Source: an optimization exercise on an open RTL-to-GDS flow (aim: small area, a short achievable clock period and few clock cycles). Production flows keep margins and buffers that such runs may drop. Only simulation tests tie the RTL to the original design; equivalence was not proved. Power is estimated from default activity; no workload was simulated.

## design.v

```verilog
module qsc_encoder (
    input  wire        clk,
    input  wire        rst,
    input  wire        cmd_valid,
    output wire        cmd_ready,
    input  wire [5:0]  cmd_width_m1,
    input  wire [5:0]  cmd_lines_m1,
    input  wire        cmd_hist_reset,
    input  wire        in_valid,
    output wire        in_ready,
    input  wire [7:0]  in_pix,
    output wire        out_valid,
    input  wire        out_ready,
    output wire [7:0]  out_data,
    output wire        done,
    output wire [14:0] nbytes
);
    integer i;
    reg adv;            
    reg in_rdy;
    reg cmd_rdy;
    reg        active;
    reg [5:0]  cur_w, cur_l;
    reg        cur_hr;
    reg [5:0]  j, ln;
    wire last_j  = (j == cur_w);
    wire last_l  = (ln == cur_l);
    wire cmd_acc = cmd_valid && cmd_rdy;
    wire take    = in_valid && in_rdy;
    wire blk_out = take && last_j && last_l;      
    assign cmd_ready = cmd_rdy;
    assign in_ready  = in_rdy;
    wire active_nx = cmd_acc || (active && !blk_out);
    always @(posedge clk) begin
        if (rst) begin
            active <= 1'b0;
            j      <= 6'd0;
            ln     <= 6'd0;
        end else begin
            active <= active_nx;
            if (cmd_acc) begin
                cur_w  <= cmd_width_m1;
                cur_l  <= cmd_lines_m1;
                cur_hr <= cmd_hist_reset;
            end
            if (take) begin
                j  <= last_j ? 6'd0 : j + 6'd1;
                if (last_j) ln <= last_l ? 6'd0 : ln + 6'd1;
            end
        end
    end
    reg        v0;
    reg [7:0]  x0;
    reg        f0_first, f0_last, f0_end, f0_hrf, f0_z;
    always @(posedge clk) begin
        if (rst)      v0 <= 1'b0;
        else if (adv) v0 <= take;
        if (adv) begin
            x0       <= in_pix;
            f0_first <= (j == 6'd0);
            f0_last  <= last_j;
            f0_end   <= last_j && last_l;
            f0_hrf   <= cur_hr && (j == 6'd0) && (ln == 6'd0);
            f0_z     <= cur_hr && (ln == 6'd0);
        end
    end
    reg [7:0]  lb [0:61];
    reg [7:0]  bn_reg, b_reg, last_pix;
    wire [5:0] wi  = ~cur_w;                    
    wire       w1  = (cur_w == 6'd0);
    wire       w2  = (cur_w == 6'd1);
    wire [7:0] tap = lb[6'd61 - {3'd0, wi[2:0]}];
    wire       sh  = v0 && adv;
    always @(posedge clk) begin
        if (sh) begin
            lb[0] <= x0;
            for (i = 1; i < 62; i = i + 1)
                lb[i] <= ((i % 8) == 0 && wi[5:3] == (i / 8)) ? x0 : lb[i-1];
            bn_reg <= w2 ? x0 : tap;
            b_reg  <= w1 ? x0 : bn_reg;
        end
    end
    wire [7:0] bz  = f0_z ? 8'd0 : b_reg;
    wire [7:0] bnz = f0_z ? 8'd0 : bn_reg;
    wire [7:0] na = x0, nb = bnz, nc = bz;
    wire [8:0] d_bc = {1'b0, nb} - {1'b0, nc};
    wire [8:0] d_ac = {1'b0, na} - {1'b0, nc};
    wire [8:0] d_ab = {1'b0, na} - {1'b0, nb};
    wire       z_bc = (nb == nc);
    wire       z_ac = (na == nc);
    wire       gab  = !d_ab[8] && !(na == nb);       
    wire       cgea = d_ac[8] || z_ac;               
    wire       cgeb = d_bc[8] || z_bc;               
    wire       clea = !d_ac[8];                      
    wire       cleb = !d_bc[8];                      
    wire [7:0] p_ab = na + nb - nc;
    reg  [7:0] npred;
    always @(*) begin
        if (cgea && cgeb)      npred = gab ? nb : na;    
        else if (clea && cleb) npred = gab ? na : nb;    
        else                   npred = p_ab;
    end
    function [1:0] qzd;
        input [8:0] d;
        input       z;
        begin
            if (z)                                                        qzd = 2'd0;
            else if (d[8:2] == 7'd0 || (d[8:2] == 7'h7f && d[1:0] != 2'd0)) qzd = 2'd1;
            else if (d[8:4] == 5'd0 || (d[8:4] == 5'h1f && d[3:0] != 4'd0)) qzd = 2'd2;
            else                                                          qzd = 2'd3;
        end
    endfunction
    wire [3:0] nctx  = {qzd(d_bc, z_bc), qzd(d_ac, z_ac)};
    wire       nflat = z_bc && z_ac;
    reg  [7:0] pred_n;
    reg  [3:0] ctx_n;
    reg        flat_n;
    always @(posedge clk) begin
        if (rst) begin
            ctx_n  <= 4'd0;
            flat_n <= 1'b1;
        end else if (sh) begin
            ctx_n  <= f0_last ? 4'd0 : nctx;
            flat_n <= f0_last || nflat;
        end
        if (sh) begin
            last_pix <= x0;
            pred_n   <= npred;
        end
    end
    wire [7:0] pred  = f0_first ? bz : pred_n;
    wire [7:0] e     = x0 - pred;
    wire [7:0] m_cur = {e[6:0] ^ {7{e[7]}}, e[7]};
    wire       match = x0 == (f0_first ? bz : last_pix);
    reg [13:0] sa [0:15];
    reg [5:0]  sn [0:15];
    reg [15:0] sv;
    reg        v1;
    reg [7:0]  m1;
    reg [3:0]  ctx1;
    reg [13:0] a1;
    reg [5:0]  n1;
    reg        flat1, match1;
    reg        f1_last, f1_end, f1_hrf;
    wire        regv;             
    wire [13:0] a_new;
    wire [5:0]  n_new;
    wire        fwd = v1 && regv && (ctx_n == ctx1);
    always @(posedge clk) begin
        if (rst)      v1 <= 1'b0;
        else if (adv) v1 <= v0;
        if (adv) begin
            m1      <= m_cur;
            ctx1    <= ctx_n;
            flat1   <= flat_n;
            match1  <= match;
            f1_last <= f0_last;
            f1_end  <= f0_end;
            f1_hrf  <= f0_hrf;
            if (f0_hrf) begin
                a1 <= 14'd4;
                n1 <= 6'd1;
            end else if (fwd) begin
                a1 <= a_new;
                n1 <= n_new;
            end else if (sv[ctx_n]) begin
                a1 <= sa[ctx_n];
                n1 <= sn[ctx_n];
            end else begin
                a1 <= 14'd4;
                n1 <= 6'd1;
            end
        end
    end
    function [2:0] jtab;
        input [4:0] r;
        begin
            case (r)
                5'd0,  5'd1,  5'd2,  5'd3:  jtab = 3'd0;
                5'd4,  5'd5,  5'd6,  5'd7:  jtab = 3'd1;
                5'd8,  5'd9,  5'd10, 5'd11: jtab = 3'd2;
                5'd12, 5'd13, 5'd14, 5'd15: jtab = 3'd3;
                5'd16, 5'd17:               jtab = 3'd4;
                5'd18, 5'd19:               jtab = 3'd5;
                5'd20, 5'd21:               jtab = 3'd6;
                default:                    jtab = 3'd7;    
            endcase
        end
    endfunction
    reg [4:0]  ri;
    reg [2:0]  jri;           
    reg [6:0]  cnt;           
    reg        run_cont;      
    wire       inrun  = run_cont || flat1;
    wire [4:0] ri_cur = f1_hrf ? 5'd0 : ri;
    wire [2:0] jr     = f1_hrf ? 3'd0 : jri;
    wire [6:0] cnt1   = cnt + 7'd1;
    wire [6:0] cmask  = ~(7'h7f << jr);         
    wire       hit    = (cnt == cmask);
    wire [4:0] ri_up  = (ri_cur == 5'd31) ? ri_cur : ri_cur + 5'd1;
    wire [4:0] ri_dn  = (ri_cur == 5'd0) ? ri_cur : ri_cur - 5'd1;
    wire       r_one  = inrun && match1 && (hit || f1_last);
    wire       r_zero = inrun && !match1;
    wire [6:0] cnt_sh = cnt << (3'd7 - jr);
    assign     regv   = !(inrun && match1);
    always @(posedge clk) begin
        if (rst) begin
            run_cont <= 1'b0;
            cnt      <= 7'd0;
        end else if (adv && v1) begin
            if (inrun && match1) begin
                if (hit) begin
                    ri  <= ri_up;
                    jri <= jtab(ri_up);
                    cnt <= 7'd0;
                end else begin
                    ri  <= ri_cur;
                    jri <= jr;
                    cnt <= f1_last ? 7'd0 : cnt1;
                end
                run_cont <= !f1_last;
            end else if (inrun) begin
                ri       <= ri_dn;
                jri      <= jtab(ri_dn);
                cnt      <= 7'd0;
                run_cont <= 1'b0;
            end else begin
                run_cont <= 1'b0;
            end
        end
    end
    wire [13:0] a_add = a1 + {6'd0, m1};
    assign a_new = (n1 == 6'd63) ? {1'b0, a_add[13:1]} : a_add;
    assign n_new = (n1 == 6'd63) ? 6'd32 : n1 + 6'd1;
    wire   s_upd = adv && v1 && regv;
    always @(posedge clk) begin
        if (adv && v0 && f0_hrf) sv <= 16'd0;
        else if (s_upd)          sv[ctx1] <= 1'b1;
        for (i = 0; i < 16; i = i + 1) begin
            if (s_upd && ctx1 == i) begin
                sa[i] <= a_new;
                sn[i] <= n_new;
            end
        end
    end
    reg [6:0] ge;
    integer kk;
    always @(*)
        for (kk = 0; kk < 7; kk = kk + 1)
            ge[kk] = (({8'd0, n1} << kk) >= a1);
    wire [7:0] koh = {~ge[6], ge[6:1] & ~ge[5:0], ge[0]};
    wire [2:0] k_cur = {|koh[7:4], |{koh[7:6], koh[3:2]}, |{koh[7], koh[5], koh[3], koh[1]}};
    reg  [4:0] qz_k  [0:7];
    reg  [5:0] len_k [0:7];
    reg  [7:0] esc_k;
    reg  [4:0] qsel;
    reg  [5:0] lsel;
    reg  [7:0] m_sh;
    reg  [7:0] mk;
    always @(*) begin
        qsel = 5'd0;
        lsel = 6'd0;
        m_sh = 8'd0;
        for (kk = 0; kk < 8; kk = kk + 1) begin
            mk         = m1 >> kk;
            esc_k[kk]  = (kk < 4) && (mk >= 8'd23);
            qz_k[kk]   = esc_k[kk] ? 5'd23 : mk[4:0];
            len_k[kk]  = esc_k[kk] ? 6'd32 : ({1'b0, mk[4:0]} + kk + 1);
            qsel       = qsel | ({5{koh[kk]}} & qz_k[kk]);
            lsel       = lsel | ({6{koh[kk]}} & len_k[kk]);
            m_sh       = m_sh | ({8{koh[kk]}} & (m1 << (8 - kk)));
        end
    end
    wire esc = |(koh & esc_k);
    wire [3:0] runl = r_one ? 4'd1 : r_zero ? ({1'b0, jr} + 4'd1) : 4'd0;
    reg        v2;
    reg [7:0]  runf2;
    reg [4:0]  rq2;           
    reg [5:0]  rqf2;          
    reg [8:0]  fld2;
    reg [3:0]  flen2;
    reg        end2;
    always @(posedge clk) begin
        if (rst)      v2 <= 1'b0;
        else if (adv) v2 <= v1;
        if (adv) begin
            runf2 <= r_one ? 8'h80 : r_zero ? {1'b0, cnt_sh} : 8'h00;
            rq2   <= {1'b0, runl} + (regv ? qsel : 5'd0);
            rqf2  <= {2'b0, runl} + (regv ? lsel : 6'd0);
            fld2  <= !regv ? 9'd0 : esc ? {1'b1, m1} : {1'b1, m_sh};
            flen2 <= !regv ? 4'd0 : esc ? 4'd9 : ({1'b0, k_cur} + 4'd1);
            end2  <= f1_end;
        end
    end
    reg [23:0] obuf;
    reg [5:0]  fill;
    reg        pend;
    reg [8:0]  pfld;
    reg [3:0]  pflen;
    reg        pend_end;
    reg        closing;
    reg        done_r;
    reg        ov;
    reg [14:0] nbc;
    wire        can_acc = (fill < 6'd16) && !pend && !closing;
    wire        take_c  = v2 && can_acc;
    wire [5:0]  pz      = fill + {1'b0, rq2};                   
    wire [6:0]  fe_t    = {1'b0, fill} + {1'b0, rqf2};
    wire [6:0]  fe_p    = {1'b0, fill} + {3'b0, pflen};
    wire        fits_t  = (fe_t <= 7'd24);
    wire        fits_p  = (fe_p <= 7'd24);
    wire [8:0]  f_src   = pend ? pfld : fld2;
    wire [5:0]  f_pos   = pend ? fill : pz;
    wire        f_fits  = pend ? fits_p : fits_t;
    wire [23:0] ins_r   = take_c ? ({runf2, 16'd0} >> fill[3:0]) : 24'd0;
    wire [23:0] ins_f   = (take_c || pend) ? ({f_src, 15'd0} >> f_pos) : 24'd0;
    wire        cmpl    = take_c ? fits_t : (pend && fits_p);    
    wire        c_end   = pend ? pend_end : end2;
    wire [5:0]  fa_t    = end2 ? {fe_t[5:3] + {2'b0, |fe_t[2:0]}, 3'd0} : fe_t[5:0];
    wire [5:0]  fa_p    = pend_end ? {fe_p[5:3] + {2'b0, |fe_p[2:0]}, 3'd0} : fe_p[5:0];
    wire [5:0]  fill_i  = take_c ? (fits_t ? fa_t : pz) :
                          pend   ? (fits_p ? fa_p : fill) : fill;
    wire [23:0] obuf_i  = obuf | ins_r | ins_f;
    wire        byte_hs = ov && out_ready;
    wire [5:0]  fill_nx = byte_hs ? {fill_i[5:3] - 3'd1, fill_i[2:0]} : fill_i;
    wire        pend_nx = take_c ? !fits_t : (pend && !fits_p);
    wire        last_b  = closing && (fill == 6'd8);
    wire        clos_nx = (last_b && byte_hs) ? 1'b0 : (cmpl && c_end) ? 1'b1 : closing;
    wire        v2_nx   = adv ? v1 : v2;
    wire        acc_0   = take_c ? (fits_t && !end2 && fe_t < 7'd16) :
                          pend   ? (fits_p && !pend_end && fe_p < 7'd16) :
                                   (fill < 6'd16 && !closing);
    wire        acc_1h  = take_c ? (fits_t && !end2 && fe_t < 7'd24) :
                          pend   ? (fits_p && !pend_end && fe_p < 7'd24) :
                                   (fill < 6'd24 && !(closing && !last_b));
    wire        acc_1   = ov ? acc_1h : acc_0;
    wire        adv_0   = !(v2_nx && !acc_0);
    wire        adv_1   = !(v2_nx && !acc_1);
    wire        adv_nx  = out_ready ? adv_1 : adv_0;
    wire        act_0   = cmd_acc || active;
    wire        act_1   = cmd_acc || (active && !(in_rdy && last_j && last_l));
    wire        act_nx  = in_valid ? act_1 : act_0;
    wire        rdy_00  = act_0 && adv_0;
    wire        rdy_01  = act_0 && adv_1;
    wire        rdy_10  = act_1 && adv_0;
    wire        rdy_11  = act_1 && adv_1;
    wire        rdy_nx  = in_valid ? (out_ready ? rdy_11 : rdy_10) : (out_ready ? rdy_01 : rdy_00);
    wire [14:0] nbc_inc = nbc + 15'd1;
    assign out_valid = ov;
    assign out_data  = obuf[23:16];
    assign done      = done_r;
    assign nbytes    = nbc;
    always @(posedge clk) begin
        if (rst) begin
            obuf    <= 24'd0;
            fill    <= 6'd0;
            pend    <= 1'b0;
            closing <= 1'b0;
            done_r  <= 1'b0;
            ov      <= 1'b0;
            nbc     <= 15'd0;
            adv     <= 1'b1;
            in_rdy  <= 1'b0;
            cmd_rdy <= 1'b1;
        end else begin
            obuf    <= byte_hs ? {obuf_i[15:0], 8'd0} : obuf_i;
            fill    <= fill_nx;
            pend    <= pend_nx;
            ov      <= (fill_nx >= 6'd8);
            done_r  <= last_b && byte_hs;
            closing <= clos_nx;
            nbc     <= done_r ? 15'd0 : byte_hs ? nbc_inc : nbc;
            adv     <= adv_nx;
            in_rdy  <= rdy_nx;
            cmd_rdy <= !act_nx;
        end
        if (take_c) begin
            pfld     <= fld2;
            pflen    <= flen2;
            pend_end <= end2;
        end
    end
endmodule
```

## flow/run.sh

```bash
#!/bin/bash
# The standard layout, with two changes to how it is made:
#  - the port buffers are buf_4 cells instead of the resizer's default choice
#    (a slow delay buffer);
#  - repair_timing is asked for more setup slack than the period needs, so
#    that it sizes the paths for a shorter achieved period.
# The clock period and all constraints are the design's own.
bash standard.sh "BUFFER_PORTS_ARGS=-buffer_cell sky130_fd_sc_hd__buf_4" SETUP_SLACK_MARGIN=8.3 finish > standard.log 2>&1
```

## standard.sh

```bash
#!/bin/bash
# synth_recipe.tcl (not shown) runs the flow's synth.tcl, then flattens the netlist and writes it again
# the make line also repeats each setting of config.mk as NAME=value (left out here)
make -C /OpenROAD-flow-scripts/flow DESIGN_CONFIG=/design/flow/config.mk WORK_HOME=/design/flow/orfs CLKGATE_MAP_FILE= SYNTH_SCRIPT=/design/flow/synth_recipe.tcl "${@:-finish}"
```

## config.mk

```make
export PLATFORM = sky130hd
export DESIGN_NAME = qsc_encoder
export DESIGN_NICKNAME = qsc_encoder
export VERILOG_FILES = /design/flow/design.v
export SDC_FILE = /design/flow/constraint.sdc
export NUM_CORES = 4
export LEC_CHECK = 0
export CAP_MARGIN = 20
export CORE_MARGIN = 2
export CORE_UTILIZATION = 40
export CTS_BUF_LIST = sky130_fd_sc_hd__clkbuf_16
export CTS_CLUSTER_DIAMETER = 100
export CTS_CLUSTER_SIZE = 30
export SLEW_MARGIN = 20
```

## constraint.sdc

```tcl
create_clock -name core_clock -period 12.0 [get_ports {clk}]
set_input_delay 2.4000 -clock core_clock [delete_from_list [all_inputs] [get_ports {clk}]]
set_output_delay 2.4000 -clock core_clock [all_outputs]
set_load 0.01 [all_outputs]
```

==> summary.txt, run 1 <==
DR vias/cell=approximately 5.6; Synth top area share=0.6239; TritonCTS clock tree=yes; Synth area leaders=edfxtp_1, dfxtp_1, ha_1; synthesis-to-layout area growth=11.38%; CP Data Arrival Time=approximately 4.2 ns; Post-synth top flop=edfxtp_1; Worst Setup Start Kind=register; initial cell density of the core=0.4033; Slew @ Worst Pin=1.088 ns; Residual DRC=0; Hold WC Path Type=register to register; P per Cell Area=185.3 mW/mm^2; Worst Hold Path Cells=0; Crit Path Category=register to register; count leader, synth=edfxtp_1; nets=around 3600; Leakage=17.57 nW; vias post-DR=27960; Crit. End Element=register; final setup margin=8.268 ns; unrepaired setup endpoints after global routing=true; GRT Residual Overflow=0; Fin. Hold Viols=0; outcome=no timing/DRC/antenna violations; achievable frequency=268.0 MHz; number of buffers added on ports=52; Register-to-Register Path Depth=18; Final TNS setup=0 ns; fin crit period=about 3.7 ns; Synth Register Bits=1055; DR pass1 iterations=5; Clock Pin Slew Worst Setup and Hold Paths=~0.12 ns; WHS=0.4160 ns; Setup Viol. Count Final=0; vias in the first global route=26910; Clock Sinks=1055; crit-path cells=buf_4 > ha_1 > nand3b_1 > o31ai_4 > a41oi_2 > buf_4 > a22oi_2 > o221ai_2 > a211oi_1 > a21oi_1 > ha_2 > a21o_1 > a21oi_2 > inv_1 > a21oi_2 > a31o_2 > xor2_1 > nor2_1; Largest regs=lb (488), sa (224), sn (96); total nets after synthesis=3554; Post-Syn Instances=3357; asr flop ratio synth=0; Ports=53; Synth top cells by count=edfxtp_1, nor2_1, nand2_1; largest net degree at the start of global routing=between 100 and 150; Die Wd=343.5 um; EDFF count, synth=958; root buf cell=clkbuf_16; layout filler cell count=about 10000; die height=343.5 um; Syn. warnings=6; clock skew=0.07259 ns; Core ar.=about 0.11 mm^2; cell row count=124; post-DP HPWL=65.96 mm; WL/cell=21.93 um; Slew headroom=0.2729; clock latency on the worst-skew pair=0.68 ns; Slowest-stage cell, CP=edfxtp_1; CP peak stage delay=roughly 0.50 ns; Biggest register=lb; Iter 0 DRT Violations=3087; max-slew violation count=0; period utilisation layout=0.3110; CP Max Fanout=4; Distinct cells, synth=87; DP Worst Slack=7.439 ns; Post-Syn Area=0.04611 mm^2; die area=about 0.12 mm^2; max FFs per register=488; CTS Hold Buffers Added=0; diodes inserted=0; Seq/Total Area, Yosys=0.6660; Max clock buf depth=3; initial antenna violation count=2; ratio of cells with drive above 1 in the final layout=0.1506; WL final=109.2 mm; MaxCap Viol Count=0; H-Tree Depth=2; Crit path required time=12.43 ns; overall routing resource usage=0.1820; GPL Wtd Cong=0.8700; Max IR drop VDD=around 140 uV; clock buffer count from CTS=45; Routed Antenna Nets=0; Avg Inst Size Synth=13.74 um^2; first-pass GRT wire length=165.8 mm; Yosys top cell by area=edfxtp_1
-- layout by cell type, fill, tap and decap left out, drive strengths merged, types with 12 or more instances in the layout --
cell type / instances
edfxtp: 958
nor2: 217
buf: 205
nand2: 202
o21ai: 157
ha: 155
a21oi: 141
inv: 137
a22oi: 113
dfxtp: 97
xnor2: 70
nand3: 68
mux2i: 68
nor3: 59
mux2: 56
xor2: 56
a221oi: 48
clkbuf: 47
nand4: 40
a211oi: 37
nand2b: 34
nor2b: 34
a22o: 31
a21o: 30
and3: 30
o22ai: 26
o21a: 25
a31oi: 25
and2: 22
nor4: 20
or3: 17
mux4: 16
fa: 16
nand3b: 14
a2111oi: 13
a221o: 12
-- power by group --
group	internal, mW	leakage [nW]	switching [mW]
registers	4.41	9.67	0.123
clock network	0.737	0.713	1.16
logic	1.28	7.19	1.80
total	6.42	17.6	3.09
-- final timing paths --
path	startpoint	endpoint	slack (ns)
max	n1[1]	rqf2[5]	8.27
max reg2reg	n1[1]	rqf2[5]	8.27
min reg2reg	lb[14][5]	lb[15][5]	0.42
min	lb[14][5]	lb[15][5]	0.42
-- kinds of logic after synthesis --
family / after synthesis / synth area share
XOR/XNOR: 126 / 0.02409
buffers and inverters: 289 / 0.02434
multiplexers: 140 / 0.03625
AO/OA/AOI/OAI: 778 / 0.1161
flip-flops: 1055 / 0.6660
AND/OR/NAND/NOR: 798 / 0.08428
adder cells (fa/ha/maj): 171 / 0.04900
-- area by class of cell --
cell class	instances	area (um^2)	area share
inverter	123	471.7	0.009184
clock inverter	23	250.2	0.004872
sequential	1055	30730	0.5983
multi-input combinational	2013	15170	0.2953
tap	1512	1892	0.03683
clock buffer	46	1151	0.02241
timing repair buffer	207	1699	0.03308
-- critical path, delay by kind of cell, from the launching register on --
kind                     cells  cell delay (ns)
XOR/XNOR                     1             0.15
buffers and inverters        3             0.46
AND/OR/NAND/NOR              2             0.21
adder cells (fa/ha/maj)      2             0.53
AO/OA/AOI/OAI               10             1.67
flip-flops                   1             0.50
-- metrics by stage --
step | area (um^2) | total power, mW | utilization | instances
after floorplan | 46140 | 6.440 | - | 3357
after global placement | 48390 | 7.139 | 0.4232 | 4813
after detailed placement | 48420 | 7.153 | 0.4234 | 4814
after CTS | 50670 | 9.322 | 0.4431 | 4945
after global routing | 51360 | 9.996 | 0.4492 | 4979
final | 51360 | 9.515 | 0.4492 | 4979
-- per-layer routing --
metal,track usage,up-vias,routed length (um)
met1,0.2630,14000,49360
met5,0,-,0
met4,0.04048,0,2108
li1,-,13040,-
met3,0.02227,121,5989
met2,0.2947,788,51760
-- timing repair --
| action | in CTS | in global routing |
|---|---|---|
| hold endpoints to repair | 0 | 0 |
| gates resized for setup | 89 | 90 |
| setup endpoints to repair | 200 | 96 |
| cloned | 1 | 0 |
| setup buffers | 61 | 34 |
| pin swaps | 18 | 46 |
Testbench counts, summed over its fixed seeds: cycles 139,132.
==> run 2: changes to the inputs <==
--- a/config.mk
+++ b/config.mk
@@ -5,10 +5,11 @@
 export SDC_FILE = /design/flow/constraint.sdc
 export NUM_CORES = 4
 export LEC_CHECK = 0
+export ABC_AREA = 1
 export CAP_MARGIN = 20
 export CORE_MARGIN = 2
 export CORE_UTILIZATION = 40
 export CTS_BUF_LIST = sky130_fd_sc_hd__clkbuf_16
-export CTS_CLUSTER_DIAMETER = 100
-export CTS_CLUSTER_SIZE = 30
+export CTS_CLUSTER_DIAMETER = 80
+export CTS_CLUSTER_SIZE = 24
 export SLEW_MARGIN = 20
==> summary.txt, run 2 <==
Synth Register Bits=1055 (unchanged); Max IR drop VDD=130.3 uV (-4.5%); overall routing resource usage=0.1761 (-0.005865); Seq/Total Area, Yosys=0.6481 (-0.01783); CP Max Fanout=6 (+2); Post-synth top flop=edfxtp_1; synthesis-to-layout area growth=9.850%; max-slew violation count=0 (unchanged); commonest non-fill, non-tap cell in the layout=nand2_1; Synth area leaders=edfxtp_1, nand2_1, dfxtp_1; GRT Residual Overflow=0 (unchanged); Worst Setup Start Kind=register; clock latency on the worst-skew pair=0.74 ns (+0.06 ns); initial cell density of the core=0.4023 (-0.0009410); Max clock buf depth=3 (unchanged); Crit path required time=9.60 ns (-2.83 ns); Synth top area share=0.6071 (-0.01670); crit-path cells=buf_4; Worst Hold Path Cells=0 (unchanged); CP peak stage delay=0.40 ns (-0.10 ns); clock buffer count from CTS=59 (+31%); first-pass GRT wire length=168.5 mm (+1.6%); Iter 0 DRT Violations=2914 (-5.6%); number of buffers added on ports=52 (unchanged); Yosys top cell by area=edfxtp_1; Largest regs=lb (488), sa (224), sn (96); Post-Syn Instances=4345 (+29%); CP delay by family, top=flip-flops; Post-Syn Area=0.04738 mm^2 (+2.8%); Ports=53 (unchanged); DR pass1 iterations=6 (+1); max FFs per register=488 (unchanged); Register-to-Register Path Depth=21 (+3); Avg Inst Size Synth=10.90 um^2 (-21%); CP Depth=1 (-17); area of the multi-input gates=0.01466 mm^2 (-3.4%); Leakage=19.94 nW (+13%); Biggest register=lb; H-Tree Depth=2 (unchanged); cell row count=126 (+1.6%); vias post-DR=31120 (+11%); Hold WC Path Type=register to register; total nets after synthesis=4542 (+28%); P per Cell Area=188.0 mW/mm^2 (+1.5%); reg2reg start=a1[5]; Residual DRC=0 (unchanged); initial antenna violation count=2 (unchanged); Crit. End Element=primary output; Sequential Area=0.03073 mm^2 (about the same); Clock Sinks=1055 (unchanged); largest net degree at the start of global routing=197 (+77%); CTS Hold Buffers Added=0 (unchanged); WHS=0.3743 ns (-0.04163 ns); WL final=109.0 mm (-0.15%); GPL Wtd Cong=0.9053 (+4.1%); Setup Viol. Count Final=0 (unchanged); root buf cell=clkbuf_16; Crit Path Category=register to primary output; unrepaired setup endpoints after global routing=true; vias in the first global route=28980 (+7.7%); asr flop ratio synth=0 (unchanged); achievable frequency=274.7 MHz (+2.5%); post-DP HPWL=71.95 mm (+9.1%); CP Data Arrival Time=1.24 ns (-2.92 ns); Core ar.=0.1178 mm^2 (+3.0%); MaxCap Viol Count=0 (unchanged); Synth top cells by count=nand2_1, edfxtp_1, inv_1; Routed Antenna Nets=0 (unchanged); Slew @ Worst Pin=1.186 ns (+0.09824 ns); Critical path origin=nbc[7]; Final TNS setup=0 ns (unchanged); Slew headroom=0.2091 (-0.06377); nets=4630 (+27%); layout filler cell count=11000 (+8.2%); clock skew=0.07597 ns (+0.003383 ns); count leader, synth=nand2_1; fin crit period=3.640 ns (-0.09156 ns); WL/cell=18.11 um (-17%); die area=0.1212 mm^2 (+2.7%); Die Wd=348.2 um (+1.4%); Clock Pin Slew Worst Setup and Hold Paths=0.09 ns (-0.03 ns); outcome=no timing/DRC/antenna violations; Slowest-stage cell, CP=dfxtp_2; TritonCTS clock tree=yes; most frequent cells in the layout=nand2_1, edfxtp_1, inv_1; Distinct cells, synth=62 (-29%); Syn. warnings=6 (unchanged); ratio of cells with drive above 1 in the final layout=0.08296 (-0.06760); Bufs and invs on worst path=1 (-2); DR vias/cell=5.169 (-7.9%); Hold Path Origin=lb[2][5]; EDFF count, synth=958 (unchanged); Fin. Hold Viols=0 (unchanged); period utilisation layout=0.3033 (-0.007630); die height=348.2 um (+1.4%)
-- run 2: area by class of cell --
| cell class | instances | share of cell area |
|---|---|---|
| sequential | 1055 | 0.5904 |
| multi-input combinational | 2743 | 0.2816 |
| tap | 1536 | 0.03692 |
| inverter | 426 | 0.03118 |
| clock buffer | 59 | 0.02837 |
| timing repair buffer | 148 | 0.02216 |
| clock inverter | 53 | 0.009351 |
| antenna | 1 | 0.00004808 |
-- run 2: cells by family after synthesis --
family | count (synthesis) | share of synthesized area
buffers and inverters | 547 | 0.04589
adder cells (fa/ha/maj) | 171 | 0.04769
XOR/XNOR | 73 | 0.01349
AO/OA/AOI/OAI | 603 | 0.07243
AND/OR/NAND/NOR | 1895 | 0.1721
multiplexers | 1 | 0.0002113
flip-flops | 1055 | 0.6481
-- run 2: final timing paths --
kind / slack [ns] / end
worst min register to register: 0.37 / lb[3][5]
worst min-delay path: 0.37 / lb[3][5]
worst max-delay path: 8.36 / nbytes[7]
worst max register to register: 8.49 / rqf2[5]
-- run 2: per-layer routing --
metal,GRT usage,share of wire,vias to the layer above
met2,0.2760,0.45,745
li1,-,-,15250
met1,0.2602,0.47,14980
met5,0,0.00021,-
met3,0.02281,0.053,141
met4,0.04126,0.021,4
-- run 2: worst reg2reg max path, stage by stage (launching register included) --
cell and delay [ns]:
edfxtp_1 0.50, inv_4 0.15, ha_1 0.28, nand2_1 0.08, nor2_1 0.04, o21ai_0 0.07, nand3_1 0.16, nand2_1 0.11
nand2_2 0.15, nand2_4 0.15, o21ai_0 0.09, nor2_1 0.20, nand3_1 0.12, o21bai_1 0.16, inv_1 0.06, ha_1 0.32
nand3_1 0.10, nand3_1 0.10, nand2_1 0.08, nand2_1 0.06, a21oi_1 0.14, nor2_1 0.08
-- run 2: report_power, final --
group | total, mW | internal (mW) | switching, mW
Clock | 2.23 | 0.956 | 1.27
Combinational | 2.97 | 0.946 | 2.02
Sequential | 4.59 | 4.45 | 0.140
Total | 9.79 | 6.35 | 3.43
-- run 2: per-stage QoR --
stage | instance area, um^2 | util | std cells | power (mW) | worst slack, ns
6_report | 52050 | 0.4420 | 6021 | 9.786 | 8.360
5_1_grt | 52050 | 0.4419 | 6020 | 10.40 | 8.195
4_1_cts | 51730 | 0.4392 | 5989 | 9.793 | 8.307
3_5_place_dp | 49670 | 0.4217 | 5871 | 7.536 | 7.708
3_3_place_gp | 49640 | 0.4215 | 5868 | 7.511 | 7.707
2_1_floorplan | 47400 | - | 4345 | 6.746 | 2.990
-- run 2: repair_timing --
action | 4_1_cts | 5_1_grt
setup buffers | 6 | 31
gates resized for setup | 18 | 26
pin swaps | 0 | 1
endpoints found under the setup margin | 104 | 115
==> run 3: changes to the inputs <==
--- a/config.mk
+++ b/config.mk
@@ -5,7 +5,6 @@
 export SDC_FILE = /design/flow/constraint.sdc
 export NUM_CORES = 4
 export LEC_CHECK = 0
-export ABC_AREA = 1
 export CAP_MARGIN = 20
 export CORE_MARGIN = 2
 export CORE_UTILIZATION = 40
==> summary.txt, run 3 <==
cell row count=124 (-1.6%); Final TNS setup=0 ns (unchanged); max-slew violation count=0 (unchanged); DR vias/cell=5.608 (+8.5%); clock buffer count from CTS=54 (-8.5%); initial antenna violation count=1 (-1); achievable frequency=267.7 MHz (-2.6%); Synth top cells by count=edfxtp_1, nor2_1, nand2_1; Crit Path Category=register to register; WL/cell=21.87 um (+21%); Max clock buf depth=3 (unchanged); clock skew=0.06291 ns (-0.01306 ns); diodes inserted=0 (-1); simple-gate share of the synthesized area=0.08428 (-0.08787); Die Wd=343.5 um (-1.3%); die area=0.1180 mm^2 (-2.6%); Avg Inst Size Synth=13.74 um^2 (+26%); Biggest register=lb; unrepaired setup endpoints after global routing=true; Core ar.=0.1143 mm^2 (-2.9%); Crit. End Element=register; most frequent cells in the layout=edfxtp_1, nor2_1, nand2_1; Sequential Area=0.03073 mm^2 (about the same); Logic pwr share=0.312 (+0.008); Ports=53 (unchanged); outcome=no timing/DRC/antenna violations; clock power share=0.215 (-0.012); Setup Viol. Count Final=0 (unchanged); initial cell density of the core=0.4033 (+0.0009410); Clock Pin Slew Worst Setup and Hold Paths=0.10 ns (about the same); Worst Setup Start Kind=register; Slew headroom=0.2692 (+0.06011); Synth Area in Compound Gates=0.1161 (+0.04364); Post-Syn Instances=3357 (-23%); Crit path required time=12.44 ns (+2.84 ns); fin crit period=3.736 ns (+0.09584 ns); Syn. warnings=6 (unchanged); GPL Wtd Cong=0.8700 (-3.9%); Adder-Cell Fraction of Synth Area=0.04900 (+0.001312); root buf cell=clkbuf_16; post-synthesis mux area share=0.03625 (+0.03604); Post-Syn Area=0.04611 mm^2 (-2.7%); TritonCTS clock tree=yes; Hold WC Path Type=register to register; P per Cell Area=185.8 mW/mm^2 (-1.2%); sequential fraction of design power=0.472 (+0.003); first-pass GRT wire length=165.7 mm (-1.7%); Yosys top cell by area=edfxtp_1; CP Max Fanout=5 (-1); Routed Antenna Nets=0 (unchanged); met3 usage=0.02139 (-0.001424); ratio of cells with drive above 1 in the final layout=0.1503 (+0.06731); CP Data Arrival Time=4.18 ns (+2.94 ns); count leader, synth=edfxtp_1; vias post-DR=28030 (-9.9%); Total Power=9.591 mW (-2.0%); Fin. Hold Viols=0 (unchanged); Synth Register Bits=1055 (unchanged); area of the multi-input gates=0.01518 mm^2 (+3.6%); Iter 0 DRT Violations=2933 (+0.65%); layout filler cell count=10180 (-7.4%); layer with the highest usage=met2; GRT Residual Overflow=0 (unchanged); met1 Use GR=0.2645 (+0.004255); period utilisation layout=0.3113 (+0.007987); WL final=109.3 mm (+0.24%); Max IR drop VDD=162.9 uV (+25%); Sw Pwr=3.093 mW (-9.9%); largest family of logic cells by synthesized area=compound AO/OA/AOI/OAI gates; largest net degree at the start of global routing=111 (-44%); Post-synth top flop=edfxtp_1; commonest non-fill, non-tap cell in the layout=edfxtp_1; WHS=0.3749 ns (+0.0005780 ns); synthesis-to-layout area growth=11.92%; asr flop ratio synth=0 (unchanged); Switching Fraction=0.3225 (-0.02840); Synth Area in XOR/XNOR=0.02409 (+0.01060); EDFF count, synth=958 (unchanged); max FFs per register=488 (unchanged); P_int=6.497 mW (+2.3%); vias in the first global route=26940 (-7.1%); GR Layer Usage met2=0.2938 (+0.01772); nets=3646 (-21%); Clock Sinks=1055 (unchanged); Largest regs=lb (488), sa (224), sn (96); total nets after synthesis=3554 (-22%); DR pass1 iterations=6 (unchanged); Slew @ Worst Pin=1.094 ns (-0.09276 ns); CTS Hold Buffers Added=0 (unchanged); Leakage=17.74 nW (-11%); Distinct cells, synth=87 (+40%); Residual DRC=0 (unchanged); post-DP HPWL=65.96 mm (-8.3%); overall routing resource usage=0.1820 (+0.005916); clock latency on the worst-skew pair=0.72 ns (-0.02 ns); Synth area leaders=edfxtp_1, dfxtp_1, ha_1; MaxCap Viol Count=0 (unchanged); die height=343.5 um (-1.3%); Seq/Total Area, Yosys=0.6660 (+0.01783); number of buffers added on ports=52 (unchanged); H-Tree Depth=2 (unchanged); Synth top area share=0.6239 (+0.01670)
[run 3: changes by cell type after synthesis, moves of 56 or more]
cell      delta
nand4_1     -71
clkbuf_1    +61
nand3_1    -213
o21ai_0     -90
inv_1      -278
mux2i_1     +67
nand2_1    -920
a22oi_1    +113
mux2_2      +56
[run 3: worst paths after layout]
| path | from | end | slack, ns | cells past startpoint |
|---|---|---|---|---|
| hold reg to reg | lb[14][1] | lb[15][1] | 0.37 | 0 |
| hold / removal | lb[14][1] | lb[15][1] | 0.37 | 0 |
| setup / recovery | n1[1] | rqf2[5] | 8.26 | 16 |
| setup reg to reg | n1[1] | rqf2[5] | 8.26 | 16 |
[run 3: kinds of logic after synthesis]
family | Yosys count
xor+xnor | 126
fa+ha+maj | 171
buf+inv | 289
simple gates | 798
mux | 140
compound gates | 778
flops | 1055
[run 3: cell type report]
cell class                      instances  area share
Clock buffer                           55     0.02667
Tap cell                             1512     0.03666
Multi-Input combinational cell       2013      0.2942
Clock inverter                         39    0.006158
Timing Repair Buffer                  202     0.03183
Sequential cell                      1055      0.5954
Inverter                              123    0.009092
[run 3: per-layer routing]
| layer | part of all wire | up-vias | wire length (um) |
|---|---|---|---|
| li1 | - | 13080 | - |
| met1 | 0.45 | 13960 | 49550 |
| met2 | 0.47 | 865 | 51630 |
| met3 | 0.055 | 130 | 6057 |
| met4 | 0.019 | 0 | 2071 |
| met5 | 0 | - | 0 |
[run 3: power by group through the flow]
stage / Sequential [mW] / Combinational, mW / Clock (mW)
floorplan: 4.59 / 1.85 / 0
global placement: 4.69 / 2.44 / 0
detailed placement: 4.70 / 2.46 / 0
CTS: 4.55 / 2.81 / 2.13
global route: 4.55 / 3.28 / 2.24
finish: 4.53 / 3.00 / 2.07
[run 3: critical path, cell delays in order (launching register included)]
cell	delay (ns)
edfxtp_1	0.46
ha_1	0.32
or4bb_1	0.50
a21oi_2	0.21
o221a_4	0.26
o21a_4	0.17
nand2_4	0.07
o22a_1	0.23
a41oi_2	0.18
ha_1	0.25
a21o_1	0.17
a21oi_2	0.17
inv_1	0.07
a21oi_2	0.12
a31o_2	0.12
xor2_1	0.13
nor2_1	0.05
[run 3: timing repair]
| action | in CTS | in global routing |
|---|---|---|
| setup buffers | 59 | 30 |
| pin swaps | 22 | 31 |
| setup endpoints to repair | 196 | 103 |
| resized for setup | 95 | 74 |
| gates cloned | 1 | 1 |
[run 3: metrics by stage]
| stage | instances | instance area, um^2 | utilization | worst slack (ns) |
|---|---|---|---|---|
| CTS | 4968 | 51010 | 0.4461 | 8.205 |
| global placement | 4813 | 48390 | 0.4232 | 7.510 |
| global route | 4999 | 51610 | 0.4513 | 8.114 |
| floorplan | 3357 | 46140 | - | 2.989 |
| finish | 4999 | 51610 | 0.4513 | 8.264 |
| detailed placement | 4814 | 48420 | 0.4234 | 7.439 |
==> run 4: changes to the inputs <==
--- a/design.v
+++ b/design.v
@@ -245,9 +245,14 @@
     end
     reg [6:0] ge;
     integer kk;
+    reg [13:0] ahi;
+    reg        alo;
     always @(*)
-        for (kk = 0; kk < 7; kk = kk + 1)
-            ge[kk] = (({8'd0, n1} << kk) >= a1);
+        for (kk = 0; kk < 7; kk = kk + 1) begin
+            ahi    = a1 >> kk;
+            alo    = |(a1 & ~(14'h3fff << kk));
+            ge[kk] = !((ahi[13:6] != 8'd0) || (ahi[5:0] > n1) || (ahi[5:0] == n1 && alo));
+        end
     wire [7:0] koh = {~ge[6], ge[6:1] & ~ge[5:0], ge[0]};
     wire [2:0] k_cur = {|koh[7:4], |{koh[7:6], koh[3:2]}, |{koh[7], koh[5], koh[3], koh[1]}};
     reg  [4:0] qz_k  [0:7];
--- a/config.mk
+++ b/config.mk
@@ -5,6 +5,7 @@
 export SDC_FILE = /design/flow/constraint.sdc
 export NUM_CORES = 4
 export LEC_CHECK = 0
+export ABC_AREA = 1
 export CAP_MARGIN = 20
 export CORE_MARGIN = 2
 export CORE_UTILIZATION = 40
==> summary.txt, run 4 <==
synthesis-to-layout area growth=9.870%; Slowest-stage cell, CP=dfxtp_1; Distinct cells, synth=63 (-28%); Synth Register Bits=1055 (unchanged); P per Cell Area=191.7 mW/mm^2 (+3.2%); die height=346.1 um (+0.75%); clock latency on the worst-skew pair=0.70 ns (-0.02 ns); Residual DRC=0 (unchanged); H-Tree Depth=2 (unchanged); outcome=no timing/DRC/antenna violations; Register-to-Register Path Depth=20 (+4); Critical path origin=nbc[1]; DR vias/cell=5.204 (-7.2%); die area=0.1198 mm^2 (+1.5%); WL/cell=18.65 um (-15%); CP Max Fanout=4 (-1); Slew headroom=0.3178 (+0.04862); Clock Sinks=1055 (unchanged); initial antenna violation count=4 (+3); Worst Setup Start Kind=register; Crit Path Category=register to primary output; first-pass GRT wire length=166.5 mm (+0.51%); Final TNS setup=0 ns (unchanged); clock buffer count from CTS=54 (unchanged); Largest regs=lb (488), sa (224), sn (96); Biggest register=lb; Max IR drop VDD=138.2 uV (-15%); Leakage=19.41 nW (+9.4%); Max clock buf depth=3 (unchanged); overall routing resource usage=0.1769 (-0.005137); diodes inserted=0 (unchanged); layout filler cell count=10710 (+5.2%); Post-synth top flop=edfxtp_1; CP delay by family, top=flip-flops; Setup Viol. Count Final=0 (unchanged); fin crit period=3.628 ns (-0.1078 ns); MaxCap Viol Count=0 (unchanged); final setup margin=8.372 ns (+0.1078 ns); Slew @ Worst Pin=1.022 ns (-0.07143 ns); Clock Pin Slew Worst Setup and Hold Paths=0.09 ns (about the same); Core ar.=0.1162 mm^2 (+1.6%); count leader, synth=nand2_1; Hold WC Path Type=register to register; TritonCTS clock tree=yes; Die Wd=346.1 um (+0.75%); DR pass1 iterations=6 (unchanged); Bufs and invs on worst path=1 (unchanged); initial cell density of the core=0.4029 (-0.0004057); nets=4477 (+23%); achievable frequency=275.6 MHz (+3.0%); CTS Hold Buffers Added=0 (unchanged); max-slew violation count=0 (unchanged); commonest non-fill, non-tap cell in the layout=nand2_1; max FFs per register=488 (unchanged); largest net degree at the start of global routing=209 (+88%); Worst R2R Setup Slack=8.48 ns (+0.22 ns); reg2reg end=rq2[4]; CP peak stage delay=0.39 ns (-0.11 ns); GRT Residual Overflow=0 (unchanged); Syn. warnings=6 (unchanged); fin util=0.4426 (-0.008701); cell row count=125 (+0.81%); EDFF count, synth=958 (unchanged); ratio of cells with drive above 1 in the final layout=0.08426 (-0.06601); CP Depth=1 (-15); DP Worst Slack=7.516 ns (+0.07731 ns); asr flop ratio synth=0 (unchanged); Post-Syn Instances=4190 (+25%); WHS=0.4136 ns (+0.03863 ns); Yosys top cell by area=edfxtp_1; total nets after synthesis=4384 (+23%); crit-path cells=buf_4; CP endpoint=nbytes[1]; clock skew=0.06623 ns (+0.003324 ns); vias in the first global route=28280 (+5.0%); Area after DPL=0.04904 mm^2 (+1.3%); CP Data Arrival Time=1.23 ns (-2.95 ns); Routed Antenna Nets=0 (unchanged); number of buffers added on ports=52 (unchanged); Seq/Total Area, Yosys=0.6560 (-0.01000); Synth area leaders=edfxtp_1, nand2_1, dfxtp_1; Ports=53 (unchanged); Iter 0 DRT Violations=2797 (-4.6%); Crit. End Element=primary output; root buf cell=clkbuf_16; post-DP HPWL=70.71 mm (+7.2%); Synth top cells by count=nand2_1, edfxtp_1, inv_1; Avg Inst Size Synth=11.17 um^2 (-19%); GPL Wtd Cong=0.8894 (+2.2%); Crit path required time=9.60 ns (-2.84 ns); unrepaired setup endpoints after global routing=true; period utilisation layout=0.3023 (-0.008981); Synth top area share=0.6145 (-0.009370); final instance area=0.05144 mm^2 (-0.33%); Post-Syn Area=0.04682 mm^2 (+1.5%); Fin. Hold Viols=0 (unchanged); reg2reg start=n1[5]; WL final=109.0 mm (-0.29%); vias post-DR=30410 (+8.5%); most frequent cells in the layout=nand2_1, edfxtp_1, inv_1
==> run 4: cell count changes in the layout (fill, tap and decap cells not counted), moves of 31 or more <==
cell,delta
mux2i_1,-59
a22oi_1,-109
nor2_1,+35
xnor2_1,-46
a21oi_1,+66
a221oi_1,-36
o21ai_0,+102
nand2_1,+799
nand2b_1,-31
mux2_2,-56
nand3_1,+135
nand4_1,+67
inv_1,+260
buf_4,-38
==> run 4: layout make-up <==
class / instances / area, um^2 / area share
Inverter: 403 / 1553 / 0.03019
Timing Repair Buffer: 153 / 1220 / 0.02372
Clock inverter: 37 / 347.8 / 0.006762
Sequential cell: 1055 / 30730 / 0.5973
Multi-Input combinational cell: 2615 / 14280 / 0.2776
Timing Repair inverter: 1 / 5.005 / 0.00009730
Tap cell: 1524 / 1907 / 0.03707
Clock buffer: 56 / 1401 / 0.02724
==> run 4: worst min-delay path by stage <==
stage | start | endpoint | slack (ns) | cells past startpoint
global placement | lb[37][6] | lb[38][6] | 0.40 | 0
CTS | lb[43][5] | lb[44][5] | 0.41 | 0
floorplan | f1_end | end2 | 0.40 | 0
global route | lb[41][2] | lb[42][2] | 0.42 | 0
detailed placement | lb[13][3] | lb[14][3] | 0.40 | 0
finish | lb[43][5] | lb[44][5] | 0.41 | 0
==> run 4: cell families after synthesis <==
group,Yosys count,share of synthesized area
AND/OR/NAND/NOR,1707,0.1557
flip-flops,1055,0.6560
AO/OA/AOI/OAI,644,0.07833
buffers and inverters,522,0.04466
adder cells (fa/ha/maj),168,0.04747
XOR/XNOR,90,0.01700
multiplexers,4,0.0008553
==> run 4: power breakdown <==
part | internal [mW] | total [mW] | switching [mW]
sequential | 4.49 | 4.64 | 0.147
clock | 0.937 | 2.12 | 1.18
combinational | 1.03 | 3.11 | 2.08
total | 6.45 | 9.86 | 3.41
==> run 4: through the flow <==
stage          std cells  total power, mW
2_1_floorplan       4190            6.846
3_3_place_gp        5700            7.615
3_5_place_dp        5700            7.653
4_1_cts             5800            9.791
5_1_grt             5844            10.46
6_report            5844            9.861
==> run 4: what timing repair did <==
action	4_1_cts	5_1_grt
gates cloned	3	1
buffers inserted	4	42
endpoints found under the setup margin	300	260
pin swaps	2	9
resized for setup	15	41
==> run 4: per-layer routing <==
layer  GRT usage  up-vias  routed length (um)  part of all wire
met3     0.01912      128                4952             0.045
met2      0.2869      753               50850              0.47
met5           0        -                   0                 0
met1      0.2545    14730               50780              0.47
met4     0.04402        0                2408             0.022
li1            -    14800                   -                 -
Testbench counts of run 4, summed over its fixed seeds: cycles 139,132.
==> run 5: changes to the inputs <==
--- a/config.mk
+++ b/config.mk
@@ -6,10 +6,10 @@
 export NUM_CORES = 4
 export LEC_CHECK = 0
 export ABC_AREA = 1
-export CAP_MARGIN = 20
+export CAP_MARGIN = 5
 export CORE_MARGIN = 2
 export CORE_UTILIZATION = 40
 export CTS_BUF_LIST = sky130_fd_sc_hd__clkbuf_16
 export CTS_CLUSTER_DIAMETER = 80
 export CTS_CLUSTER_SIZE = 24
-export SLEW_MARGIN = 20
+export SLEW_MARGIN = 5
==> summary.txt, run 5 <==
Slew headroom=0.1988 (-0.1191); Largest regs=lb (488), sa (224), sn (96); ratio of cells with drive above 1 in the final layout=0.08312 (-0.001138); WL final=109.0 mm (about the same); Yosys top cell by area=edfxtp_1; period utilisation layout=0.3027 (+0.0003283); Synth Area in Compound Gates=0.07833 (unchanged); Total Power=9.864 mW (about the same); outcome=no timing/DRC/antenna violations; clock buffer count from CTS=54 (unchanged); Syn. warnings=6 (unchanged); Worst Setup Start Kind=register; Slowest-stage cell, CP=dfxtp_1; die height=346.1 um (unchanged); Biggest register=lb; Final TNS setup=0 ns (unchanged); max FFs per register=488 (unchanged); count leader, synth=nand2_1; Core ar.=0.1162 mm^2 (unchanged); CP delay by family, top=flip-flops; Seq/Total Area, Yosys=0.6560 (unchanged); post-DP HPWL=70.71 mm (unchanged); cell row count=125 (unchanged); max-slew violation count=0 (unchanged); Worst R2R Setup Slack=8.48 ns (about the same); commonest non-fill, non-tap cell in the layout=nand2_1; GRT Residual Overflow=0 (unchanged); CTS Hold Buffers Added=0 (unchanged); fin crit period=3.632 ns (+0.003940 ns); first-pass GRT wire length=166.5 mm (unchanged); CP peak stage delay=0.39 ns (about the same); initial cell density of the core=0.4029 (unchanged); H-Tree Depth=2 (unchanged); CP Max Fanout=4 (unchanged); Synth Register Bits=1055 (unchanged); final setup margin=8.368 ns (-0.003940 ns); CP Depth=1 (unchanged); Ports=53 (unchanged); Crit. End Element=primary output; EDFF count, synth=958 (unchanged); number of buffers added on ports=52 (unchanged); MaxCap Viol Count=0 (unchanged); Distinct cells, synth=63 (unchanged); Crit path required time=9.60 ns (about the same); Max IR drop VDD=138.3 uV (about the same); clock skew=0.06854 ns (+0.002307 ns); Clock Sinks=1055 (unchanged); WL/cell=18.66 um (about the same); Synth Area in XOR/XNOR=0.01700 (unchanged); Die Wd=346.1 um (unchanged); achievable frequency=275.3 MHz (-0.11%); initial antenna violation count=4 (unchanged); DR pass1 iterations=6 (unchanged); GPL Wtd Cong=0.8894 (unchanged); overall routing resource usage=0.1769 (unchanged); Slew @ Worst Pin=1.197 ns (+0.1753 ns); Synth top cells by count=nand2_1, edfxtp_1, inv_1; P per Cell Area=191.8 mW/mm^2 (about the same); crit-path cells=buf_4; Bufs and invs on worst path=1 (unchanged); Routed Antenna Nets=0 (unchanged); Avg Inst Size Synth=11.17 um^2 (unchanged); largest family of logic cells by synthesized area=simple AND/OR/NAND/NOR gates; asr flop ratio synth=0 (unchanged); die area=0.1198 mm^2 (unchanged); Setup Viol. Count Final=0 (unchanged); most frequent cells in the layout=nand2_1, edfxtp_1, inv_1; met3 usage=0.01912 (unchanged); diodes inserted=0 (unchanged); vias post-DR=30390 (-0.059%); Crit Path Category=register to primary output; Post-Syn Area=0.04682 mm^2 (unchanged); TritonCTS clock tree=yes; Leakage=19.41 nW (about the same); nets=4476 (-0.022%); layer with the highest usage=met2; Max clock buf depth=3 (unchanged); Register-to-Register Path Depth=20 (unchanged); Synth top area share=0.6145 (unchanged); root buf cell=clkbuf_16; vias in the first global route=28280 (unchanged); GR Layer Usage met2=0.2869 (unchanged); post-synthesis mux area share=0.0008552 (unchanged); CP Data Arrival Time=1.23 ns (about the same); Post-Syn Instances=4190 (unchanged); met1 Use GR=0.2545 (unchanged); Clock Pin Slew Worst Setup and Hold Paths=0.09 ns (about the same); total nets after synthesis=4384 (unchanged); Hold WC Path Type=register to register; DR vias/cell=5.202 (about the same); largest net degree at the start of global routing=209 (unchanged); Fin. Hold Viols=0 (unchanged); Synth area leaders=edfxtp_1, nand2_1, dfxtp_1; DP Worst Slack=7.516 ns (unchanged); Iter 0 DRT Violations=2808 (+0.39%); Adder-Cell Fraction of Synth Area=0.04747 (unchanged); Residual DRC=0 (unchanged); unrepaired setup endpoints after global routing=true; clock latency on the worst-skew pair=0.70 ns (about the same); synthesis-to-layout area growth=9.832% (about the same); Post-synth top flop=edfxtp_1; Worst Hold Path Cells=0 (unchanged); simple-gate share of the synthesized area=0.1557 (unchanged)
==> run 5: cell counts after synthesis <==
No cell type changed its count.
==> run 5: report_power, final <==
part	switching (mW)	internal, mW	leakage [nW]	total [mW]
Combinational	2.09	1.02	8.79	3.11
Clock	1.18	0.937	0.923	2.12
Sequential	0.148	4.49	9.69	4.64
==> run 5: cell families after synthesis <==
| group | count (synthesis) |
|---|---|
| flip-flops | 1055 |
| AND/OR/NAND/NOR | 1707 |
| multiplexers | 4 |
| buffers and inverters | 522 |
| XOR/XNOR | 90 |
| AO/OA/AOI/OAI | 644 |
| adder cells (fa/ha/maj) | 168 |
==> run 5: routing by layer <==
layer | part of all wire | up-vias
li1 | - | 14810
met1 | 0.46 | 14650
met2 | 0.47 | 807
met3 | 0.050 | 125
met4 | 0.021 | 0
met5 | 0 | -
==> run 5: path summary, 6_finish.rpt <==
check,startpoint,endpoint
setup reg to reg,n1[5],rq2[4]
hold reg to reg,lb[43][5],lb[44][5]
hold / removal,lb[43][5],lb[44][5]
setup / recovery,nbc[1],nbytes[1]
==> run 5: through the flow <==
step / instances / cell area (um^2) / hold slack, ns / utilization
after floorplan: 4190 / 46830 / 0.4003 / -
after global placement: 5700 / 49040 / 0.4004 / 0.4221
after detailed placement: 5700 / 49040 / 0.4045 / 0.4221
after CTS: 5800 / 50890 / 0.4076 / 0.4380
after global routing: 5843 / 51420 / 0.4192 / 0.4425
final: 5843 / 51420 / 0.4135 / 0.4425
==> run 5: what timing repair did <==
action                     CTS  global route
setup endpoints to repair  300           265
resized for setup           15            41
hold endpoints to repair     0             0
pin swaps                    2             9
setup buffers                4            42
cloned                       3             1
==> run 5: area by class of cell <==
type	count	area, um^2
inverter	403	1553
timing repair buffer	152	1212
fill	10710	64790
clock buffer	56	1401
sequential	1055	30730
multi-input combinational	2615	14270
clock inverter	37	347.8
timing repair inverter	1	5.005
tap	1524	1907
==> run 6: changes to the inputs <==
==> flow/run.sh (replaced) <==
#!/bin/bash
# The standard layout, with two changes to how it is made:
#  - the port buffers are buf_4 cells instead of the resizer's default choice
#    (a slow delay buffer);
#  - repair_timing is asked for more setup slack than the period needs, so
#    that it sizes the paths for a shorter achieved period.
# The clock period and all constraints are the design's own.
bash standard.sh "BUFFER_PORTS_ARGS=-buffer_cell sky130_fd_sc_hd__buf_4" SETUP_SLACK_MARGIN=8.5 finish > standard.log 2>&1
==> summary.txt, run 6 <==
Post-synth top flop=edfxtp_1; vias post-DR=30600 (+0.69%); P per Cell Area=193.9 mW/mm^2 (+1.1%); Slowest-stage cell, CP=dfxtp_2; H-Tree Depth=2 (unchanged); Routed Antenna Nets=0 (unchanged); Clock Sinks=1055 (unchanged); Post-Syn Area=0.04682 mm^2 (unchanged); Final TNS setup=0 ns (unchanged); layout filler cell count=10620 (-0.91%); CP delay by family, top=flip-flops; Avg Inst Size Synth=11.17 um^2 (unchanged); Residual DRC=0 (unchanged); initial antenna violation count=3 (-1); Worst Setup Start Kind=register; Synth Register Bits=1055 (unchanged); Seq/Total Area, Yosys=0.6560 (unchanged); ratio of cells with drive above 1 in the final layout=0.1059 (+0.02275); largest net degree at the start of global routing=189 (-9.6%); Clock Pin Slew Worst Setup and Hold Paths=0.09 ns (about the same); synthesis-to-layout area growth=10.93%; CTS Hold Buffers Added=0 (unchanged); Sequential Area=0.03076 mm^2 (+0.11%); GRT Residual Overflow=0 (unchanged); clock buffer count from CTS=54 (unchanged); count leader, synth=nand2_1; Crit path required time=9.60 ns (about the same); Crit Path Category=register to primary output; layer with the highest usage=met2; max FFs per register=488 (unchanged); WHS=0.4199 ns (+0.006417 ns); Max IR drop VDD=130.7 uV (-5.5%); Iter 0 DRT Violations=2956 (+5.3%); Synth top cells by count=nand2_1, edfxtp_1, inv_1; CP Data Arrival Time=1.18 ns (-0.05 ns); Leakage=19.57 nW (+0.86%); nets=4504 (+0.63%); GPL Wtd Cong=0.8724 (-1.9%); Max clock buf depth=3 (unchanged); root buf cell=clkbuf_16; post-DP HPWL=71.63 mm (+1.3%); DR vias/cell=5.214 (+0.24%); crit-path cells=buf_6; cell row count=125 (unchanged); Post-Syn Instances=4190 (unchanged); number of buffers added on ports=52 (unchanged); Setup Viol. Count Final=0 (unchanged); Hold WC Path Type=register to register; fin util=0.4469 (+0.004436); clock latency on the worst-skew pair=0.71 ns (about the same); Synth top area share=0.6145 (unchanged); Crit. End Element=primary output; achievable frequency=279.5 MHz (+1.5%); area of the multi-input gates=0.01449 mm^2 (+1.6%); WL/cell=18.59 um (-0.39%); first-pass GRT wire length=166.8 mm (+0.14%); clock skew=0.06098 ns (-0.007564 ns); GR Layer Usage met2=0.2847 (-0.002254); Bufs and invs on worst path=1 (unchanged); die height=346.1 um (unchanged); Fin. Hold Viols=0 (unchanged); Slew @ Worst Pin=1.225 ns (+0.02744 ns); Syn. warnings=6 (unchanged); unrepaired setup endpoints after global routing=true; period utilisation layout=0.2982 (-0.004475); most frequent cells in the layout=nand2_1, edfxtp_1, inv_1; overall routing resource usage=0.1771 (+0.0002455); Distinct cells, synth=63 (unchanged); max-slew violation count=0 (unchanged); die area=0.1198 mm^2 (unchanged); EDFF count, synth=958 (unchanged); Biggest register=lb; CP Max Fanout=2 (-2); vias in the first global route=28940 (+2.4%); diodes inserted=0 (unchanged); Yosys top cell by area=edfxtp_1; fin crit period=3.578 ns (-0.05370 ns); TritonCTS clock tree=yes; Slew headroom=0.1804 (-0.01836); Core ar.=0.1162 mm^2 (unchanged); Die Wd=346.1 um (unchanged); initial cell density of the core=0.4029 (unchanged); total nets after synthesis=4384 (unchanged); met3 usage=0.02852 (+0.009400); outcome=no timing/DRC/antenna violations; MaxCap Viol Count=0 (unchanged); DR pass1 iterations=5 (-1); CP peak stage delay=0.38 ns (about the same); asr flop ratio synth=0 (unchanged); Largest regs=lb (488), sa (224), sn (96); Ports=53 (unchanged); met1 Use GR=0.2509 (-0.003589); Synth area leaders=edfxtp_1, nand2_1, dfxtp_1; WL final=109.1 mm (about the same); commonest non-fill, non-tap cell in the layout=nand2_1
## run 6: timing repair
item	4_1_cts	5_1_grt
resized for setup	75	99
buffers inserted	30	42
endpoints found under the setup margin	300	285
gates cloned	1	2
pin swaps	1	34
## run 6: layout make-up
cell class,count,area share
Clock buffer,54,0.02602
Clock inverter,37,0.006119
Inverter,403,0.03004
Multi-Input combinational cell,2613,0.2790
Sequential cell,1055,0.5923
Tap cell,1524,0.03672
Timing Repair Buffer,181,0.02958
Timing Repair inverter,2,0.0001927
## run 6: logic make-up after synthesis
logic type               Yosys count  synth area share
flip-flops                      1055            0.6560
AND/OR/NAND/NOR                 1707            0.1557
adder cells (fa/ha/maj)          168           0.04747
buffers and inverters            522           0.04466
AO/OA/AOI/OAI                    644           0.07833
XOR/XNOR                          90           0.01700
multiplexers                       4         0.0008553
## run 6: final timing paths
kind / start / end / slack, ns / depth (start not counted)
max: cmd_rdy / cmd_ready / 8.42 / 1
min: lb[17][3] / lb[18][3] / 0.42 / 0
max reg2reg: n1[5] / rqf2[4] / 8.46 / 21
min reg2reg: lb[17][3] / lb[18][3] / 0.42 / 0
## run 6: report_power, final
part	internal (mW)	switching (mW)	total, mW
clock	0.871	1.19	2.06
combinational	1.16	2.20	3.37
sequential	4.49	0.152	4.64
total	6.52	3.54	10.1
## run 6: per-stage QoR
step           instances  area [um^2]  worst slack, ns  power, mW
2_1_floorplan       4190        46890            3.000      6.848
3_3_place_gp        5703        49100            8.052      7.632
3_5_place_dp        5703        49100            8.079      7.655
4_1_cts             5825        51220            8.355      9.783
5_1_grt             5869        51930            8.234      10.67
6_report            5869        51930            8.422      10.07
## run 6: per-layer routing
| metal | part of all wire | wire (um) | up-vias |
|---|---|---|---|
| li1 | - | - | 14870 |
| met1 | 0.46 | 50050 | 14690 |
| met2 | 0.46 | 49890 | 893 |
| met3 | 0.060 | 6586 | 149 |
| met4 | 0.023 | 2524 | 4 |
| met5 | 0.00025 | 27 | - |
==> run 7: changes to the inputs <==
==> flow/run.sh (replaced) <==
#!/bin/bash
# The standard layout, with two changes to how it is made:
#  - the port buffers are buf_4 cells instead of the resizer's default choice
#    (a slow delay buffer);
#  - repair_timing is asked for more setup slack than the period needs, so
#    that it sizes the paths for a shorter achieved period.
# The clock period and all constraints are the design's own.
bash standard.sh "BUFFER_PORTS_ARGS=-buffer_cell sky130_fd_sc_hd__buf_4" SETUP_SLACK_MARGIN=8.7 finish > standard.log 2>&1
==> summary.txt, run 7 <==
Sw Pwr=3.603 mW (+1.6%); count leader, synth=nand2_1; TritonCTS clock tree=yes; Seq/Total Area, Yosys=0.6560 (unchanged); asr flop ratio synth=0 (unchanged); Routed Antenna Nets=0 (unchanged); Synth area leaders=edfxtp_1, nand2_1, dfxtp_1; initial cell density of the core=0.4029 (unchanged); Switching Fraction=0.3520 (about the same); Synth Area in Compound Gates=0.07833 (unchanged); unrepaired setup endpoints after global routing=true; Crit. End Element=primary output; die area=0.1198 mm^2 (unchanged); total nets after synthesis=4384 (unchanged); Hold WC Path Type=register to register; WHS=0.4112 ns (-0.008754 ns); Synth top cells by count=nand2_1, edfxtp_1, inv_1; Distinct cells, synth=63 (unchanged); Core ar.=0.1162 mm^2 (unchanged); Synth Area in XOR/XNOR=0.01700 (unchanged); DR pass1 iterations=5 (unchanged); overall routing resource usage=0.1789 (+0.001739); Max clock buf depth=3 (unchanged); Max IR drop VDD=175.6 uV (+34%); GRT Residual Overflow=0 (unchanged); Final TNS setup=0 ns (unchanged); Clock Pin Slew Worst Setup and Hold Paths=0.10 ns (about the same); Synth top area share=0.6145 (unchanged); Ports=53 (unchanged); Crit Path Category=register to primary output; CP Data Arrival Time=1.19 ns (about the same); CP delay by family, top=flip-flops; number of buffers added on ports=52 (unchanged); CP endpoint=cmd_ready; Die Wd=346.1 um (unchanged); Leakage=19.73 nW (+0.81%); Avg Inst Size Synth=11.17 um^2 (unchanged); die height=346.1 um (unchanged); Biggest register=lb; Bufs and invs on worst path=1 (unchanged); WL final=110.4 mm (+1.2%); layout filler cell count=10690 (+0.70%); initial antenna violation count=8 (+5); Setup Viol. Count Final=0 (unchanged); clock skew=0.05875 ns (-0.002229 ns); ratio of cells with drive above 1 in the final layout=0.1221 (+0.01627); root buf cell=clkbuf_16; clock latency on the worst-skew pair=0.70 ns (about the same); Post-synth top flop=edfxtp_1; GPL Wtd Cong=0.8876 (+1.7%); Worst Setup Start Kind=register; simple-gate share of the synthesized area=0.1557 (unchanged); P_int=6.633 mW (+1.7%); cell row count=125 (unchanged); Fin. Hold Viols=0 (unchanged); WL/cell=18.71 um (+0.69%); reg2reg start=n1[1]; nets=4543 (+0.87%); Post-Syn Area=0.04682 mm^2 (unchanged); most frequent cells in the layout=nand2_1, edfxtp_1, inv_1; Total Power=10.24 mW (+1.7%); max-slew violation count=0 (unchanged); Adder-Cell Fraction of Synth Area=0.04747 (unchanged); achievable frequency=278.7 MHz (-0.27%); commonest non-fill, non-tap cell in the layout=nand2_1; Residual DRC=0 (unchanged); vias post-DR=31010 (+1.3%); Slew headroom=0.2599 (+0.07949); post-synthesis mux area share=0.0008552 (unchanged); first-pass GRT wire length=168.9 mm (+1.3%); Clock Sinks=1055 (unchanged); vias in the first global route=28720 (-0.75%); outcome=no timing/DRC/antenna violations; post-DP HPWL=71.99 mm (+0.51%); max FFs per register=488 (unchanged); synthesis-to-layout area growth=11.99%; P per Cell Area=195.2 mW/mm^2 (+0.70%); CP Depth=1 (unchanged); CP peak stage delay=0.37 ns (about the same); largest net degree at the start of global routing=195 (+3.2%); EDFF count, synth=958 (unchanged); Post-Syn Instances=4190 (unchanged); Largest regs=lb (488), sa (224), sn (96); clock power share=0.205 (about the same); CP Max Fanout=2 (unchanged); sequential fraction of design power=0.451 (-0.010); Critical path origin=cmd_rdy; clock buffer count from CTS=54 (unchanged); largest family of logic cells by synthesized area=simple AND/OR/NAND/NOR gates; Iter 0 DRT Violations=2769 (-6.3%); Synth Register Bits=1055 (unchanged); fin crit period=3.588 ns (+0.009860 ns); reg2reg end=rqf2[4]; Logic pwr share=0.344 (+0.010); H-Tree Depth=2 (unchanged); Crit path required time=9.60 ns (about the same); period utilisation layout=0.2990 (+0.0008217); Slew @ Worst Pin=1.109 ns (-0.1159 ns); DR vias/cell=5.258 (+0.83%); Yosys top cell by area=edfxtp_1; Worst R2R Setup Slack=8.56 ns (+0.10 ns); Syn. warnings=6 (unchanged); MaxCap Viol Count=0 (unchanged); Slowest-stage cell, CP=dfxtp_4; Register-to-Register Path Depth=22 (+4.8%); fin util=0.4512 (+0.004275); crit-path cells=buf_6
run 7: cell counts after synthesis:
Identical to the previous run, type by type.
run 7: power groups by stage:
stage	Sequential [mW]	Clock, mW	Combinational, mW
after floorplan	4.68	0	2.17
after global placement	4.75	0	2.90
after detailed placement	4.76	0	2.92
after CTS	4.63	2.16	3.18
after global routing	4.64	2.28	3.92
final	4.62	2.10	3.52
run 7: through the flow:
| stage | cells | cell area [um^2] | setup WS [ns] |
|---|---|---|---|
| after global routing | 5896 | 52430 | 8.357 |
| after floorplan | 4190 | 46930 | 3.000 |
| final | 5897 | 52430 | 8.412 |
| after CTS | 5835 | 51580 | 8.339 |
| after detailed placement | 5698 | 49130 | 8.035 |
| after global placement | 5698 | 49130 | 8.042 |
run 7: worst min path at each step:
stage	start	to	slack, ns	cells after the start
2_1_floorplan	f1_end	end2	0.40	0
3_3_place_gp	lb[19][1]	lb[20][1]	0.40	0
3_5_place_dp	lb[10][0]	lb[11][0]	0.40	0
4_1_cts	lb[13][5]	lb[14][5]	0.41	0
5_1_grt	lb[11][2]	lb[12][2]	0.42	0
6_report	lb[13][5]	lb[14][5]	0.41	0
run 7: cell families after synthesis:
logic type      count (synthesis)
compound gates                644
xor+xnor                       90
fa+ha+maj                     168
buf+inv                       522
flops                        1055
mux                             4
simple gates                 1707
run 7: timing repair:
item                                    CTS  global route
gates resized for setup                 118           107
hold endpoints to repair                  0             0
pin swaps                                15            21
endpoints found under the setup margin  213           402
hold buffers                              0             0
cloned                                    0             5
setup buffers                            58            56
run 7: layer usage:
metal	global-route usage	vias up	share of wire
met2	0.2869	821	0.46
li1	-	14960	-
met5	0	-	0
met1	0.2611	15070	0.47
met3	0.01977	154	0.048
met4	0.04171	0	0.022
run 7: area by class of cell:
cell class	instances	area, um^2	share of cell area
Timing Repair Buffer	217	1800	0.03434
Tap cell	1524	1907	0.03637
Clock inverter	25	315.3	0.006014
Multi-Input combinational cell	2616	14690	0.2802
Sequential cell	1055	30770	0.5869
Antenna cell	1	2.502	0.00004773
Inverter	403	1582	0.03016
Timing Repair inverter	2	12.51	0.0002386
Clock buffer	54	1351	0.02577

[separate check: timing with driven ports]
In the flow no input, the clock included, has a driving cell. The finished layouts below were timed again as built, in two steps. Step 1, drivers: a clkbuf_16 drives clk and a buf_2 each remaining input, both assumed. Step 2, shift: input delay + t, output delay - t, t = (earliest + latest rising clock arrival at the registers) / 2. This alone moves slack from input paths to output paths. Slacks: ideal ports / drivers / drivers and shift; pairs: ideal ports / drivers.
| run | t (ns) | slack for setup (ns) |
|---|---|---|
| run 1 | 0.716 | 8.268 / 8.268 / 7.895 |
| run 2 | 0.770 | 8.360 / 8.286 / 7.813 |
| run 3 | 0.763 | 8.264 / 8.264 / 7.841 |
| run 4 | 0.734 | 8.372 / 8.303 / 7.756 |
| run 5 | 0.737 | 8.368 / 8.299 / 7.758 |
| run 6 | 0.752 | 8.422 / 8.349 / 8.056 |
| run 7 | 0.740 | 8.412 / 8.347 / 8.198 |
After both steps every run listed still meets setup and hold.
